Context: an optimization exercise on an open-source flow, tuned for small area, a short achievable clock period and few clock cycles per item. The choices shown serve that exercise and are no tape-out recipe. The RTL of this run was laid out without a check of its function.

## flow/design.v

```verilog
module px_beat (
    input  wire        clk,
    input  wire        rst_n,
    input  wire        cfg_we,
    input  wire [7:0]  cfg_addr,
    input  wire [31:0] cfg_wdata,
    input  wire        in_valid,
    output wire        in_ready,
    input  wire        in_bstart,    
    input  wire        in_first,     
    input  wire [31:0] in_px,        
    input  wire [31:0] in_py,        
    input  wire [2:0]  in_dsrc,
    input  wire [1:0]  in_topo,
    input  wire        in_topo_en,
    input  wire        in_inv_en,
    input  wire        in_lseed,
    input  wire [1:0]  in_chk,
    output reg         out_valid,
    output reg  [31:0] out_data,
    output reg  [15:0] out_check,
    output reg  [3:0]  out_dbi
);
    reg [31:0] bg    [0:3];
    reg [31:0] topox [0:3];
    reg [31:0] topoy [0:3];
    reg [31:0] invx  [0:7];
    reg [31:0] invy  [0:7];
    reg [31:0] lfsr_poly;
    reg [4:0]  lfsr_wm1;
    reg [31:0] lfsr_seed;
    reg [1:0]  chk_type;
    reg [4:0]  chk_feed_m1;
    reg [15:0] chk_init;
    reg [1:0]  dbi_mode;
    reg [3:0]  dbi_groups;
    reg        rst;
    reg        c_we;
    reg [7:0]  c_addr;
    reg [31:0] c_wdata;
    always @(posedge clk) begin
        rst     <= ~rst_n;
        c_we    <= cfg_we;
        c_addr  <= cfg_addr;
        c_wdata <= cfg_wdata;
    end
    wire [31:0] wd0   = c_wdata & {32{~rst}};       
    wire [31:0] wd1   = c_wdata | {32{rst}};        
    integer k;
    always @(posedge clk) begin
        for (k = 0; k < 4; k = k + 1) begin
            if (rst | (c_we & (c_addr == 8'h60 + k))) bg[k]    <= wd0;
            if (rst | (c_we & (c_addr == 8'h64 + k))) topox[k] <= wd0;
            if (rst | (c_we & (c_addr == 8'h68 + k))) topoy[k] <= wd0;
        end
        for (k = 0; k < 8; k = k + 1) begin
            if (rst | (c_we & (c_addr == 8'h70 + k))) invx[k] <= wd0;
            if (rst | (c_we & (c_addr == 8'h78 + k))) invy[k] <= wd0;
        end
        if (rst | (c_we & (c_addr == 8'h80))) lfsr_poly <= wd0;
        if (rst | (c_we & (c_addr == 8'h81))) lfsr_wm1  <= wd1[4:0];
        if (rst | (c_we & (c_addr == 8'h82))) lfsr_seed <= {wd0[31:1], wd1[0]};
        if (rst | (c_we & (c_addr == 8'h84))) begin
            chk_type    <= wd0[1:0];
            chk_feed_m1 <= wd1[12:8];
            chk_init    <= wd0[31:16];
        end
        if (rst | (c_we & (c_addr == 8'h85))) begin
            dbi_mode   <= wd0[1:0];
            dbi_groups <= wd0[7:4];
        end
    end
    assign in_ready = 1'b1;
    reg        a_v;
    reg        a_bstart;
    reg        a_first;
    reg [31:0] a_px;
    reg [31:0] a_py;
    reg [2:0]  a_dsrc;
    reg [1:0]  a_topo;
    reg        a_topo_en;
    reg        a_inv_en;
    reg        a_lseed;
    reg [1:0]  a_chk;
    always @(posedge clk) begin
        a_v       <= in_valid & rst_n;
        a_bstart  <= in_bstart;
        a_first   <= in_first;
        a_px      <= in_px;
        a_py      <= in_py;
        a_dsrc    <= in_dsrc;
        a_topo    <= in_topo;
        a_topo_en <= in_topo_en;
        a_inv_en  <= in_inv_en;
        a_lseed   <= in_lseed;
        a_chk     <= in_chk;
    end
    reg [31:0] lfsr_q;    
    reg [15:0] crc_q;     
    wire [4:0]  lsh   = ~lfsr_wm1;                        
    wire [31:0] lmask = 32'hFFFF_FFFF >> lsh;
    wire [31:0] pla   = lfsr_poly << lsh;                 
    wire        seedld = a_first & a_lseed;
    wire [31:0] lsrc  = seedld ? lfsr_seed : lfsr_q;
    wire [31:0] sla   = lsrc << lsh;                      
    localparam LA = 2;
    reg [31:0] lq;
    reg [31:0] lv;
    reg [31:0] lqn;
    reg [31:0] lvn;
    reg        c;
    reg [31:0] f;
    reg [31:0] lfsr_adv;
    reg        acc;
    integer    s;
    integer    t;
    integer    d;
    always @* begin
        lq[0] = 1'b1;
        for (d = 1; d < 32; d = d + 1)
            lq[d] = pla[32-d];
        for (s = 0; s < 32; s = s + 1)
            lv[s] = sla[31-s];
        for (t = 1; t <= LA; t = t + 1) begin
            c  = lq[t];
            lqn = lq;
            lvn = lv;
            for (d = t; d < 32; d = d + 1) begin
                lqn[d] = lq[d] ^ (c & lq[d-t]);
                lvn[d] = lv[d] ^ (c & lv[d-t]);
            end
            lq = lqn;
            lv = lvn;
        end
        for (s = 0; s < 32; s = s + 1) begin
            acc = lv[s];
            for (d = s; d > LA; d = d - 1)
                acc = acc ^ (f[s-d] & lq[d]);
            f[s] = acc;
        end
        for (s = 0; s < 32; s = s + 1) begin
            acc = 1'b0;
            for (t = 0; t <= s; t = t + 1)
                acc = acc ^ (f[31-t] & lfsr_poly[s-t]);
            lfsr_adv[s] = acc & lmask[s];
        end
    end
    wire [31:0] lfsr_start = seedld ? (lfsr_seed & lmask) : lfsr_q;
    wire        dsrc4      = (a_dsrc == 3'd4);
    wire [31:0] lfsr_next  = dsrc4 ? lfsr_adv : lfsr_start;
    reg [31:0] src_word;
    reg [31:0] word;
    reg        topo_flip;
    integer    i;
    always @* begin
        case (a_dsrc)
            3'd0, 3'd1, 3'd2, 3'd3: src_word = bg[a_dsrc[1:0]];
            3'd4:                   src_word = lfsr_adv;
            3'd5:                   src_word = a_px;
            3'd6:                   src_word = a_py;
            default:                src_word = 32'd0;
        endcase
        topo_flip = a_topo_en &
                    ((^(a_px & topox[a_topo])) ^ (^(a_py & topoy[a_topo])));
        word = src_word ^ {32{topo_flip}};
        for (i = 0; i < 8; i = i + 1) begin
            word = word ^ (invx[i] & {32{a_inv_en & a_px[i]}});
            word = word ^ (invy[i] & {32{a_inv_en & a_py[i]}});
        end
    end
    wire        type1  = (chk_type == 2'd1);
    wire [15:0] crc_init_val = type1 ? {8'd0, chk_init[7:0]} : chk_init;
    wire [15:0] crc_start = (a_first & a_chk[1]) ? crc_init_val : crc_q;
    wire        feed   = (a_chk[0] ^ a_chk[1]) & (chk_type[0] ^ chk_type[1]);
    wire [31:0] fmask  = 32'hFFFF_FFFF >> (~chk_feed_m1);
    wire [31:0] dm     = word & fmask;
    wire [15:0] cs     = type1 ? {8'd0, crc_start[7:0]} : crc_start;
    wire [47:0] z      = {31'd0, cs, 1'b0} << chk_feed_m1;
    wire [31:0] e16    = dm ^ z[47:16];
    wire [31:0] e8     = dm ^ z[39:8];
    reg [15:0] c16;
    reg [7:0]  c8;
    reg        fb;
    integer    b;
    always @* begin
        c16 = 16'd0;
        c8  = 8'd0;
        for (b = 31; b >= 0; b = b - 1) begin
            fb  = c16[15] ^ e16[b];
            c16 = {c16[14:0], 1'b0} ^ (16'h1021 & {16{fb}});
            fb  = c8[7] ^ e8[b];
            c8  = {c8[6:0], 1'b0} ^ (8'h07 & {8{fb}});
        end
    end
    wire [15:0] crc_fed  = type1 ? {8'd0, c8 ^ z[7:0]} : (c16 ^ z[15:0]);
    wire [15:0] crc_next = feed ? crc_fed : crc_start;
    reg [6:0]  secded;
    reg [5:0]  pos;
    reg [15:0] check;
    integer    h;
    always @* begin
        secded = 7'd0;
        pos = 6'd2;
        for (b = 0; b < 32; b = b + 1) begin
            pos = pos + 6'd1;
            if (pos == 6'd4 || pos == 6'd8 || pos == 6'd16 || pos == 6'd32)
                pos = pos + 6'd1;
            for (h = 0; h < 6; h = h + 1)
                if (pos[h]) secded[h] = secded[h] ^ word[b];
        end
        secded[6] = (^word) ^ (^secded[5:0]);
        case (chk_type)
            2'd1:    check = {8'd0, crc_start[7:0]};
            2'd2:    check = crc_start;
            2'd3:    check = {9'd0, secded};
            default: check = 16'd0;
        endcase
    end
    wire       dbi_dc = (dbi_mode == 2'd1);
    wire       dbi_on = dbi_mode[0] ^ dbi_mode[1];
    wire [31:0] ref_word = dbi_dc ? 32'hFFFF_FFFF : (a_bstart ? 32'd0 : out_data);
    wire [31:0] diff = word ^ ref_word;
    reg [31:0] sent;
    reg [3:0]  dbi;
    reg [3:0]  cnt;
    integer    j;
    integer    q;
    always @* begin
        sent = word;
        for (j = 0; j < 4; j = j + 1) begin
            cnt = 4'd0;
            for (q = 0; q < 8; q = q + 1)
                cnt = cnt + {3'd0, diff[8*j+q]};
            dbi[j] = dbi_groups[j] & dbi_on & (cnt > 4'd4);
            sent[8*j +: 8] = word[8*j +: 8] ^ {8{dbi[j]}};
        end
    end
    always @(posedge clk) begin
        out_valid <= a_v & rst_n;
        if (rst) begin
            lfsr_q    <= 32'd0;
            crc_q     <= 16'd0;
            out_data  <= 32'd0;
        end else begin
            if (a_v)
                lfsr_q   <= lfsr_next;
            if (a_v) begin
                crc_q    <= crc_next;
                out_data <= sent;
            end
        end
    end
    always @(posedge clk) begin
        out_check <= check;
        out_dbi   <= dbi;
    end
endmodule
```

## flow/flow/run.sh

```bash
#!/bin/bash
# Own layout flow: the standard layout (standard.sh), with these changes:
# - synthesis runs synth.tcl: the standard flow's synthesis script, with ABC mapping for
#   area (abc_area_min.script);
# - the port buffers are buf_2 cells;
# - clock tree synthesis uses clkbuf_16 cells driving up to 25 registers
#   each, and no dummy loads.
# Every tool's output goes to its ORFS log under orfs/logs; make's own output
# goes to make_flow.log in the work folder.
set -euo pipefail
W=$(pwd)
export PXB_ABC_SCRIPT="$W/flow/abc_area_min.script"
sed -E "s#SYNTH_SCRIPT=[^ ]*synth_recipe\.tcl'?#SYNTH_SCRIPT=$W/flow/synth.tcl BUFFER_PORTS_ARGS='-buffer_cell sky130_fd_sc_hd__buf_2' CTS_ARGS='-sink_clustering_enable -repair_clock_nets -dont_use_dummy_load -buf_list sky130_fd_sc_hd__clkbuf_16 -sink_clustering_size 25 -sink_clustering_max_diameter 100'#" standard.sh > own_standard.sh
grep -q "SYNTH_SCRIPT=$W/flow/synth.tcl" own_standard.sh
bash own_standard.sh finish > make_flow.log 2>&1
```

## flow/flow/abc_area_min.script

```
strash
dch
map -a
topo
stime -c
```

## flow/flow/synth.tcl

```tcl
# The standard flow's synthesis script (synth_recipe.tcl), with one change: Yosys's abc
# pass runs the script named by PXB_ABC_SCRIPT instead of ORFS's area script.
proc synth {args} { yosys synth -nofsm -noshare {*}$args }
proc abc {args} {
  set i [lsearch -exact $args -script]
  if { $i >= 0 } {
    set args [lreplace $args [expr { $i + 1 }] [expr { $i + 1 }] $::env(PXB_ABC_SCRIPT)]
  }
  yosys abc {*}$args
}
source $::env(SCRIPTS_DIR)/synth.tcl
# left out here: clear keep_hierarchy, flatten, clean up, hide names made inside functions, write 1_2_yosys.v
```

## flow/standard.sh

```bash
#!/bin/bash
# synth_recipe.tcl (not shown) runs the flow's synth.tcl, then flattens the netlist and writes it again
# the make line also repeats each setting of config.mk as NAME=value (left out here)
make -C /OpenROAD-flow-scripts/flow DESIGN_CONFIG=/design/flow/config.mk WORK_HOME=/design/flow/orfs CLKGATE_MAP_FILE= SYNTH_SCRIPT=/design/flow/synth_recipe.tcl "${@:-finish}"
```

## flow/config.mk

```make
export PLATFORM = sky130hd
export DESIGN_NAME = px_beat
export DESIGN_NICKNAME = px_beat
export VERILOG_FILES = /design/flow/design.v
export SDC_FILE = /design/flow/constraint.sdc
export NUM_CORES = 4
export LEC_CHECK = 0
export ABC_AREA = 1
export CAP_MARGIN = 20
export CORE_MARGIN = 2
export CORE_UTILIZATION = 50
export SLEW_MARGIN = 20
```

## flow/constraint.sdc

```tcl
create_clock -name core_clock -period 150.0 [get_ports {clk}]
set_input_delay 30.0000 -clock core_clock [delete_from_list [all_inputs] [get_ports {clk}]]
set_output_delay 30.0000 -clock core_clock [all_outputs]
set_load 0.01 [all_outputs]
```

==> qor.csv <==
stage;metric;value;unit
setup_path;arrival;1.24;ns
clock_tree;hold_buffers;0;
floorplan;die_area;142000;um2
sta;fin_crit;31.24;ns
setup_path;cp.required;120.00;ns
synthesis;ys_warn_count;6;
synthesis;async_reset_ff_share;0;%
setup_path;max_stage_delay;0.38;ns
job;cap_violations;0;
setup_path;critPathBufInv;1;
synthesis;ys_seq_area_share;49.2;%
floorplan;initial_utilization;50.5;%
global_route;grt_overflow;0;
synthesis;synth-edff-count;994;
clock_tree;clock_path_buffers;3;
synthesis;ys_types;44;
layout;layout-drive-gt1-share;7.65;%
route;wirelength;235000;um
floorplan;io_pins;174;
clock_tree;cts_made_buffers;56;
setup_path;rr_worst_depth;89;
sta;tightest_slew;1.22;ns
global_route;grt_max_degree;68;
outcome;status;timing/DRC/antenna clean;
layout;syn_to_final_growth;9.88;%
synthesis;ys_seq_elements;1214;
sta;hold_violations;0;
global_route;grt_first_pass_wirelength;344000;um
synthesis;synth_area_leaders;edfxtp_1 43%, xor2_1 15%, nand2_1 9.6%, xnor2_1 8.9%, dfxtp_1 6.3%;
layout;layout_common_cells;1771 x nand2_1, 1185 x xor2_1, 994 x edfxtp_1;
setup_path;crit_slowest_cell;dfxtp_1;
sta;slew_violations;0;
route;first_iter_violations;6008;
route;via_per_inst;5.67;
placement;hpwl;158000;um
route;remaining_drc_errors;0;
setup_path;cp_max_fo;3;
global_route;antenna_found_initial;6;
placement;port_buffers;172;
setup_path;cp_num_cells;1;
setup_path;path_cells;buf_2;
setup_path;cp-start-kind;flop;
sta;clock_skew;0.107;ns
synthesis;syn_inst;7346;
clock_tree;root_buffer;clkbuf_16;
floorplan;core_area;138000;um2
global_route;grt_pass1_vias;50419;
route;final_antenna_net_count;0;
synthesis;synthFlopType;edfxtp_1;
floorplan;die_x;377;um
placement;placed_cells;9505;
clock_tree;cts_tree;built;
clock_tree;htree_levels;2;
sta;fmax;32.0;MHz
placement;globalplace.congestion;0.988;
route;first_pass_iters;8;
floorplan;placementRows;136;
clock_tree;path_clk_slew;0.10;ns
sta;rsz0062_at_grt;no;
synthesis;synth_top_cell_area_share;42.9;%
floorplan;die_h;377;um
synthesis;synth_top_cell_by_area;edfxtp_1;
setup_path;critical-path-top-delay-family;flip-flops;
clock_tree;cts_resized;0;
setup_path;path_class;reg -> out;
global_route;track_usage;32.6;%
clock_tree;clock_sinks;1214;
synthesis;syn_area;69600;um2
clock_tree;clk_latency;0.73;ns
sta;max-slew-margin-rel;18.7;%
synthesis;avgSynthCellArea;9.47;um2
clock_tree;post_cts_buffers;0;
synthesis;syn-num-nets;7501;
sta;setup-violations-final;0;
min_path;hold_depth;2;
sta;timing.final.crit_share;20.8;%
min_path;min_path_type;reg -> reg;
layout;final_common_cell;nand2_1;
sta;tns;0;ns
route;vias;54327;
layout;nets;7931;
setup_path;end_kind;primary output;
layout;layout.cells.non_filler;9577;
route;routedWlPerCell;24.6;um
[state kept, by name (all words and copies together), names as in the netlist, 128 cells and up]
| register | flops |
|---|---|
| invx | 256 |
| invy | 256 |
| bg | 128 |
| topox | 128 |
| topoy | 128 |
[final timing paths]
kind / start / endpoint / slack [ns]
worst max register to register: lfsr_wm1[0]$_DFFE_PP_ / crc_q[2]$_SDFFE_PP0P_ / 126.61
worst min register to register: crc_q[6]$_SDFFE_PP0P_ / crc_q[6]$_SDFFE_PP0P_ / 0.47
worst max-delay path: out_data[21]$_SDFFE_PP0P_ / out_data[21] / 118.76
worst min-delay path: crc_q[6]$_SDFFE_PP0P_ / crc_q[6]$_SDFFE_PP0P_ / 0.47
[synthesized netlist by cell type (51+ instances only)]
cell type,count
xnor2_1,706
a21oi_1,198
dfxtp_1,220
nand3_1,100
clkinv_1,400
or2_2,51
a22oi_1,98
edfxtp_1,994
o21ai_0,324
a31oi_1,145
nor2_1,897
xor2_1,1185
nand2_1,1771
[cell families (layout without fill, tap and decap cells)]
family / Yosys count / count (layout) / synth area share, %
multiplexers: 5 / 5 / 0.0719
other: 1 / 10 / 0.00539
adder cells (fa/ha/maj): 35 / 35 / 0.802
XOR/XNOR: 1891 / 1891 / 23.8
buffers and inverters: 401 / 829 / 2.17
AND/OR/NAND/NOR: 2893 / 2893 / 16.2
flip-flops: 1214 / 1214 / 49.2
AO/OA/AOI/OAI: 906 / 906 / 7.67
[layout make-up]
class / count / area [um2]
clock buffer: 56 / 1400
tap: 1794 / 2240
inverter: 400 / 1500
sequential: 1214 / 34300
multi-input combinational: 5731 / 34500
timing repair buffer: 373 / 2510
fill: 12382 / 61400
antenna: 9 / 22.5
[per-layer routing]
| layer | GRT usage, % | vias up | routed length [um] |
|---|---|---|---|
| li1 | - | 25189 | - |
| met2 | 50.7 | 2465 | 106000 |
| met4 | 12.0 | 2 | 9310 |
| met3 | 4.23 | 423 | 19400 |
| met1 | 46.7 | 26248 | 101000 |
| met5 | 0 | - | 13 |
[stage by stage]
step	worst slack [ns]	utilization [%]	cell area, um2	hold WS, ns
2_1_floorplan	119.64	-	69600	0.441
3_3_place_gp	119.53	54.3	74800	0.451
3_5_place_dp	119.51	54.3	74800	0.455
4_1_cts	118.72	55.3	76200	0.470
5_1_grt	118.71	55.4	76400	0.477
6_report	118.76	55.5	76400	0.468
[worst min-delay path: cells and delay by family, from the launching register on]
kind | cells | cell delay (ns)
DFF | 1 | 0.32
and+or+nand+nor | 1 | 0.06
AOI/OAI and AO/OA | 1 | 0.05

==> afterwards: timing with drivers on the ports <==
The flow's constraints put no driver on any port. The routed layout listed below was extracted and timed again, unchanged, in two steps. Step 1, drivers: a clkbuf_16 drives clk and a buf_2 each remaining input, both assumed. Step 2 moves the port delays by t, midway between the first and last clock arrival at a register: inputs arrive t later, outputs are due t later. That takes back most of the time a late clock gives input paths. a / b / c = ideal ports / drivers / drivers and shift; a / b = the first two.
t, ns: 0.754
setup slack, ns: 118.757 / 118.680 / 119.433
cell pins on the clock port's net: 1
After both steps this run still meets setup and hold. The setup slack of this run moves by -0.077 ns with the drivers and by +0.676 ns with both steps.
